Context: an optimization exercise on an open-source flow, tuned for small area, a short achievable clock period and few clock cycles per item. The choices shown serve that exercise and are no tape-out recipe.
At most, simulation tests tie the RTL to the original design; equivalence was not proved.
Power figures rest on the tool's default switching activity, not on a simulated workload.

== job 101 ==
// lath_eval
module lath_eval (
    input  wire        clk,
    input  wire        rst,
    input  wire [31:0] origin_x,       
    input  wire [31:0] origin_y,       
    input  wire [31:0] pitch_x,        
    input  wire [31:0] pitch_y,        
    input  wire [31:0] lath_pitch,     
    input  wire [31:0] phase_offset,   
    input  wire [15:0] slant_num,      
    input  wire [15:0] slant_den,      
    input  wire        in_valid,
    output wire        in_ready,
    input  wire [13:0] px,
    input  wire [12:0] py,
    input  wire [1:0]  stripe,
    input  wire [15:0] corr,           
    output reg         out_valid,
    output wire [6:0]  v,
    output reg  [31:0] m,
    output reg  [15:0] corr_o,
    output wire [47:0] xo,             
    output wire [47:0] yo              
);
Size: about 430 I/O pins, about 0.037 sq mm of cells after synthesis.
clock: 11.0 ns
lec_check: 0
abc_area: 1
cap_margin: 20
core_margin: 2
core_utilization: 60
place_density: 0.65
slew_margin: 20
run.sh (not shown) runs the stock make flow with config.mk's settings and CLKGATE_MAP_FILE= SYNTH_SCRIPT=/design/flow/synth_recipe.tcl, a recipe that flattens the netlist after the stock synthesis.
Testbench counts of job 101, summed over its fixed seeds: cycles 26,880, items 1,536.
Input changes introduced in job 102 (baseline for comparison: job 101):
Settings: PLACE_DENSITY changed from 0.65 to 0.75.
[summary]
Reported for job 101 and job 102, critical path depth turned out identical to the last digit. Job 101 has lower sequential share of layout area than job 102. Re final worst-path setup slack: job 102 is 38 ps up on job 101. Delta (job 102 minus job 101): via count down 149; switching part of the total power grew by 0.97 points; post-detailed-routing wire length went down 1400 microns; total power -about 2%; number of filler instances in the final layout about even. In the tables for job 101 and job 102, summed area of non-filler cells in the final layout reads lower with job 102.

---

Setup of 04-24:
lath_eval, a different RTL version from the one above (not shown whole).
Size: ~4700 cells after synthesis, about 430 I/O pins, roughly 36000 um2 of cells after synthesis.
## lath_eval
module lath_eval (
    input  wire        clk,
    input  wire        rst,
    input  wire [31:0] origin_x,       
    input  wire [31:0] origin_y,       
    input  wire [31:0] pitch_x,        
    input  wire [31:0] pitch_y,        
    input  wire [31:0] lath_pitch,     
    input  wire [31:0] phase_offset,   
    input  wire [15:0] slant_num,      
    input  wire [15:0] slant_den,      
    input  wire        in_valid,
    output wire        in_ready,
    input  wire [13:0] px,
    input  wire [12:0] py,
    input  wire [1:0]  stripe,
    input  wire [15:0] corr,           
    output reg         out_valid,
    output wire [6:0]  v,
    output reg  [31:0] m,
    output reg  [15:0] corr_o,
    output wire [47:0] xo,             
    output wire [47:0] yo              
);
make LEC_CHECK=0 ABC_AREA=1 CAP_MARGIN=20 CORE_MARGIN=2 CORE_UTILIZATION=60 PLACE_DENSITY=0.75 SLEW_MARGIN=50 finish   # period 11.0 ns
04-24 reached the end of the flow, and the finished layout is clean on the timing, design-rule and antenna checks.
Testbench counts of 04-24, summed over its fixed seeds: cycles 26,240, items 1,536.
> inputs changed (04-24 -> 05-13)
Settings: SLEW_MARGIN: 50 -> 85; CAP_MARGIN: 20 -> 85.
- 05-13 reached the end of the flow, and the finished layout is clean on the timing, design-rule and antenna checks.
- 04-24 finished every step from synthesis to the final layout, and the layout passed the timing, design-rule and antenna checks.
- 05-13: first-pass GRT wire length higher than 04-24
- Taking 04-24 as the reference, in 05-13 count of cell instances traversed by the critical path moved up; area growth from synthesis to final layout moved up; placeable core region level; smallest setup slack after layout moved up.
- On compound-gate portion of the synthesized area, 04-24 tracks 05-13 almost exactly.
- In the flow results for 04-24 and 05-13, the largest net degree at the start of global routing is larger on 04-24.
- | final design area excluding fillers | lower: 04-24 |
- Against 04-24, 05-13 comes in 0.00074 W higher on total power.
- Of the two values seen for critical path endpoint, br[11]$_DFF_P_ was produced by 05-13 and pol_r[16]$_DFF_P_ by 04-24.

---

== yarrow ==
lath_eval, a different RTL version from the one above (not shown whole).
For scale: about 5,100 cells after synthesis, roughly 540 flip-flops, about 430 I/O pins, about 38,000 um2 of cells after synthesis.
Design lath_eval, start of the top module:
module lath_eval (
    input  wire        clk,
    input  wire        rst,
    input  wire [31:0] origin_x,       
    input  wire [31:0] origin_y,       
    input  wire [31:0] pitch_x,        
    input  wire [31:0] pitch_y,        
    input  wire [31:0] lath_pitch,     
    input  wire [31:0] phase_offset,   
    input  wire [15:0] slant_num,      
    input  wire [15:0] slant_den,      
    input  wire        in_valid,
    output wire        in_ready,
    input  wire [13:0] px,
    input  wire [12:0] py,
    input  wire [1:0]  stripe,
    input  wire [15:0] corr,           
    output reg         out_valid,
    output wire [6:0]  v,
    output reg  [31:0] m,
    output reg  [15:0] corr_o,
    output wire [47:0] xo,             
    output wire [47:0] yo              
);
==> flow/config.mk <==
export PLATFORM = sky130hd
export DESIGN_NAME = lath_eval
export DESIGN_NICKNAME = lath_eval
export VERILOG_FILES = /design/flow/design.v
export SDC_FILE = /design/flow/constraint.sdc
export NUM_CORES = 4
export LEC_CHECK = 0
export ABC_AREA = 1
export CAP_MARGIN = 20
export CORE_MARGIN = 2
export CORE_UTILIZATION = 75
export PLACE_DENSITY = 0.85
export SLEW_MARGIN = 20
==> flow/constraint.sdc <==
create_clock -name core_clock -period 11.0 [get_ports {clk}]
set_input_delay 2.2000 -clock core_clock [delete_from_list [all_inputs] [get_ports {clk}]]
set_output_delay 2.2000 -clock core_clock [all_outputs]
set_load 0.01 [all_outputs]
yarrow | stages: all done | timing, DRC, antenna: all pass
What xenon does differently from yarrow at the input level:
- ABC_AREA no longer set, was 1
- CORE_UTILIZATION now 60, was 75
- PLACE_DENSITY now 0.75, was 0.85
==> comparison <==
- On xenon: post-route clock period utilization is 5.7 points higher than what yarrow gave.
- Compare xenon and yarrow | wire length higher: yarrow
- Of the two candidates, yarrow has the better die area and xenon the worse one.
- Going from yarrow to xenon, arithmetic-cell share of the synthesized area counting full adders, half adders and majority gates grows by 1.1 points.
- Post-synth net total, xenon and yarrow: lower on xenon
- Delta (xenon minus yarrow): instance count of the mapped netlist went down, required time of the critical path went down.
The inputs of zinc differ from those of xenon as listed below.
- ABC_AREA now 1, previously not set
- The tightest slew margin relative to the limit of zinc falls short of that of xenon by 9.6 points.
- Time the final worst path needs with I/O delays and setup: zinc vs xenon down 0.79 ns
- In the tables for xenon and zinc, post-synthesis cell type count reads lower with zinc.
No run of this note included a check of the RTL's function; only the layout flow was run.

---

lath_eval, a different RTL version from the one above (not shown whole).
Size: ~3800 cells after synthesis, about 640 flip-flops, about 430 I/O pins.
make LEC_CHECK=0 CAP_MARGIN=20 CORE_MARGIN=2 CORE_UTILIZATION=60 PLACE_DENSITY=0.75 SLEW_MARGIN=20 finish   # period 11.0 ns
Change:
- ABC_AREA: not set -> 1
Final area grows by about 6%.
Maximum frequency grows by about 12%.
Die area grows by about 7%.
Total power grows by about 3.6%.
Clock power grows by about 2%.
Non-clock buffer count shrinks by 3.
Global-route usage grows by 0.58 points.
Via count grows by about 20%.
Setup slack gets better by 0.56 ns.
Synthesized area grows by about 7%.
First-iteration DRC count grows by about 12%.
Function was not checked in any run of this note: the RTL went through the layout flow alone.

---

before:
lath_eval with an RTL version that a note above also has.
For scale: ~4700 cells after synthesis, about 530 flip-flops, roughly 430 I/O pins.
make LEC_CHECK=0 ABC_AREA=1 CAP_MARGIN=70 CORE_MARGIN=2 CORE_UTILIZATION=60 PLACE_DENSITY=0.75 SLEW_MARGIN=70 finish   # period 11.0 ns
before was carried through to the last stage, and its layout satisfied the timing, design-rule and antenna checks.
Testbench counts of before, summed over its fixed seeds: cycles 26,240, items 1,536.
[inputs] after vs before
diff --git a/flow/config.mk b/flow/config.mk
--- a/flow/config.mk
+++ b/flow/config.mk
@@ -8,3 +8,3 @@
 export ABC_AREA = 1
-export CAP_MARGIN = 70
+export CAP_MARGIN = 40
 export CORE_MARGIN = 2
### Flow results
From before to after the numbers moved as follows: fraction of the cycle the final worst path needs went up; met3 layer wire length in the routed design went up; switching share of power did not really move. after ends up with higher largest stage delay on the critical path than before does. Of after and before, the run reporting the lower total power was after. Looking at wire length, after sits above before. On final standard cell count with taps included and fillers excluded, after and before are neck and neck. after reports a higher global routing met3 resource utilization than before does. Looking at setup slack of the worst register-to-register path, after sits 0.03 ns below before.

---

north:
lath_eval, a different RTL version from the one above (not shown whole).
For scale: about 430 I/O pins, ~43000 um^2 of cells after synthesis.
==> flow/design.v (excerpt) <==
module lath_eval (
    input  wire        clk,
    input  wire        rst,
    input  wire [31:0] origin_x,       
    input  wire [31:0] origin_y,       
    input  wire [31:0] pitch_x,        
    input  wire [31:0] pitch_y,        
    input  wire [31:0] lath_pitch,     
    input  wire [31:0] phase_offset,   
    input  wire [15:0] slant_num,      
    input  wire [15:0] slant_den,      
    input  wire        in_valid,
    output wire        in_ready,
    input  wire [13:0] px,
    input  wire [12:0] py,
    input  wire [1:0]  stripe,
    input  wire [15:0] corr,           
    output reg         out_valid,
    output wire [6:0]  v,
    output reg  [31:0] m,
    output reg  [15:0] corr_o,
    output wire [47:0] xo,             
    output wire [47:0] yo              
);
Settings: LEC_CHECK=0, CAP_MARGIN=20, CORE_MARGIN=2, CORE_UTILIZATION=60, PLACE_DENSITY=0.75, SLEW_MARGIN=20; clock period 11.0 ns.
Testbench counts of north, summed over its fixed seeds: cycles 26,880, items 1,536.
--- input diff north..south ---
- PLACE_DENSITY removed (was 0.75)
- CORE_UTILIZATION changed from 60 to 40
## What came out
- The critical path startpoint comes out f_p in one run and f_h0 in the other, namely in south and north respectively.
- Delta (south minus north): switching part of the total shows an increase of 0.21 points; fraction of power consumed by combinational cells shows a reduction of 0.4 points; number of filler cells placed in the layout shows an increase of 4527.
- For north, the uppermost layer routed was met4, unlike south, where it was met5.
- Changes observed in south relative to north: hold slack saw a decrease; final core utilization saw a decrease; clock share of power saw an increase.
- Re maximum achievable frequency: north was higher than south.

---

## onyx
RTL: one of the versions met above, not the one the previous note started from.
Size: about 4,700 cells after synthesis, about 530 flip-flops, ~36,000 µm² of cells after synthesis.
Settings: LEC_CHECK=0, ABC_AREA=1, CAP_MARGIN=60, CORE_MARGIN=2, CORE_UTILIZATION=60, PLACE_DENSITY=0.75, SLEW_MARGIN=60; clock period 11.0 ns.
The final layout from onyx, which completed every stage, passed the timing, design-rule and antenna checks at the end of the flow.
Testbench counts of onyx, summed over its fixed seeds: cycles 26,240, items 1,536.
> inputs changed (onyx -> sierra)
- a change of CAP_MARGIN from 60 to 20
- a change of SLEW_MARGIN from 60 to 20
Notes after the runs:
Shortest period the worst path allows (sierra over onyx): increase, 320 ps. Sort sierra and onyx by worst supply voltage drop on vdd, ascending, and sierra comes first. Sequential share of layout area: sierra > onyx. Cell area | sierra vs onyx | sierra smaller. [sierra] share of the core filled with cells in the final layout fell 0.48 points relative to onyx. Compared to onyx, sierra has buffering overhead 0.27 points lower. sierra: power consumption 0.10 mW below onyx. Re number of buffers on the longest clock path: no difference whatsoever between sierra and onyx. The width of the die was comparable across sierra and onyx.

==> port drivers added, routing unchanged <==
No port has a modelled driver above. Below, the same layouts with a new extraction and two added sets of constraints. Step 1 (the two cells are an assumption about what drives the block):
set clk [get_ports {clk}]
set_driving_cell -lib_cell sky130_fd_sc_hd__clkbuf_16 $clk
set_driving_cell -lib_cell sky130_fd_sc_hd__buf_2 [delete_from_list [all_inputs] $clk]
Step 2 adds t to the input delays and takes it off the output delays; t is the mean of the earliest and latest rising clock arrival at the registers after step 1. Input paths then give back, and output paths get back, about the clock's delay inside the block. a / b / c = ideal / step 1 / step 2; a / b = the first two.
run	shift t [ns]	setup WS [ns]	hold WS [ns]	worst register clock-pin slew, ns
job 101	0.697	6.205 / 6.226 / 5.529	0.426 / 0.426 / 0.426	0.07 / 0.07
job 102	0.692	6.243 / 6.253 / 5.582	0.431 / 0.431 / 0.431	0.07 / 0.07
04-24	0.685	6.348 / 6.387 / 5.701	0.422 / 0.422 / 0.422	0.07 / 0.07
05-13	0.700	6.588 / 6.588 / 6.009	0.437 / 0.437 / 0.437	0.07 / 0.07
yarrow	0.708	6.122 / 6.157 / 5.450	0.426 / 0.426 / 0.426	0.07 / 0.07
xenon	0.706	5.496 / 5.496 / 4.908	0.430 / 0.430 / 0.430	0.07 / 0.07
zinc	0.699	6.283 / 6.322 / 5.623	0.431 / 0.431 / 0.431	0.07 / 0.07
the first run of note 4	0.685	5.664 / 5.664 / 5.031	0.421 / 0.421 / 0.421	0.07 / 0.07
the second run of note 4	0.691	6.229 / 6.229 / 5.896	0.428 / 0.428 / 0.428	0.07 / 0.07
before	0.681	6.636 / 6.665 / 5.984	0.401 / 0.401 / 0.401	0.07 / 0.07
after	0.685	6.578 / 6.608 / 5.923	0.396 / 0.396 / 0.396	0.07 / 0.07
north	0.702	5.540 / 5.540 / 5.540	0.342 / 0.342 / 0.342	0.07 / 0.07
south	0.740	5.375 / 5.375 / 5.375	0.331 / 0.331 / 0.331	0.06 / 0.06
onyx	0.676	6.538 / 6.575 / 5.899	0.427 / 0.427 / 0.427	0.06 / 0.06
sierra	0.683	6.215 / 6.215 / 5.719	0.423 / 0.423 / 0.423	0.07 / 0.07
After both steps every run listed still meets setup and hold. For job 101, which loses most, drivers alone change the setup slack by +0.021 ns; drivers and shift together by -0.676 ns.
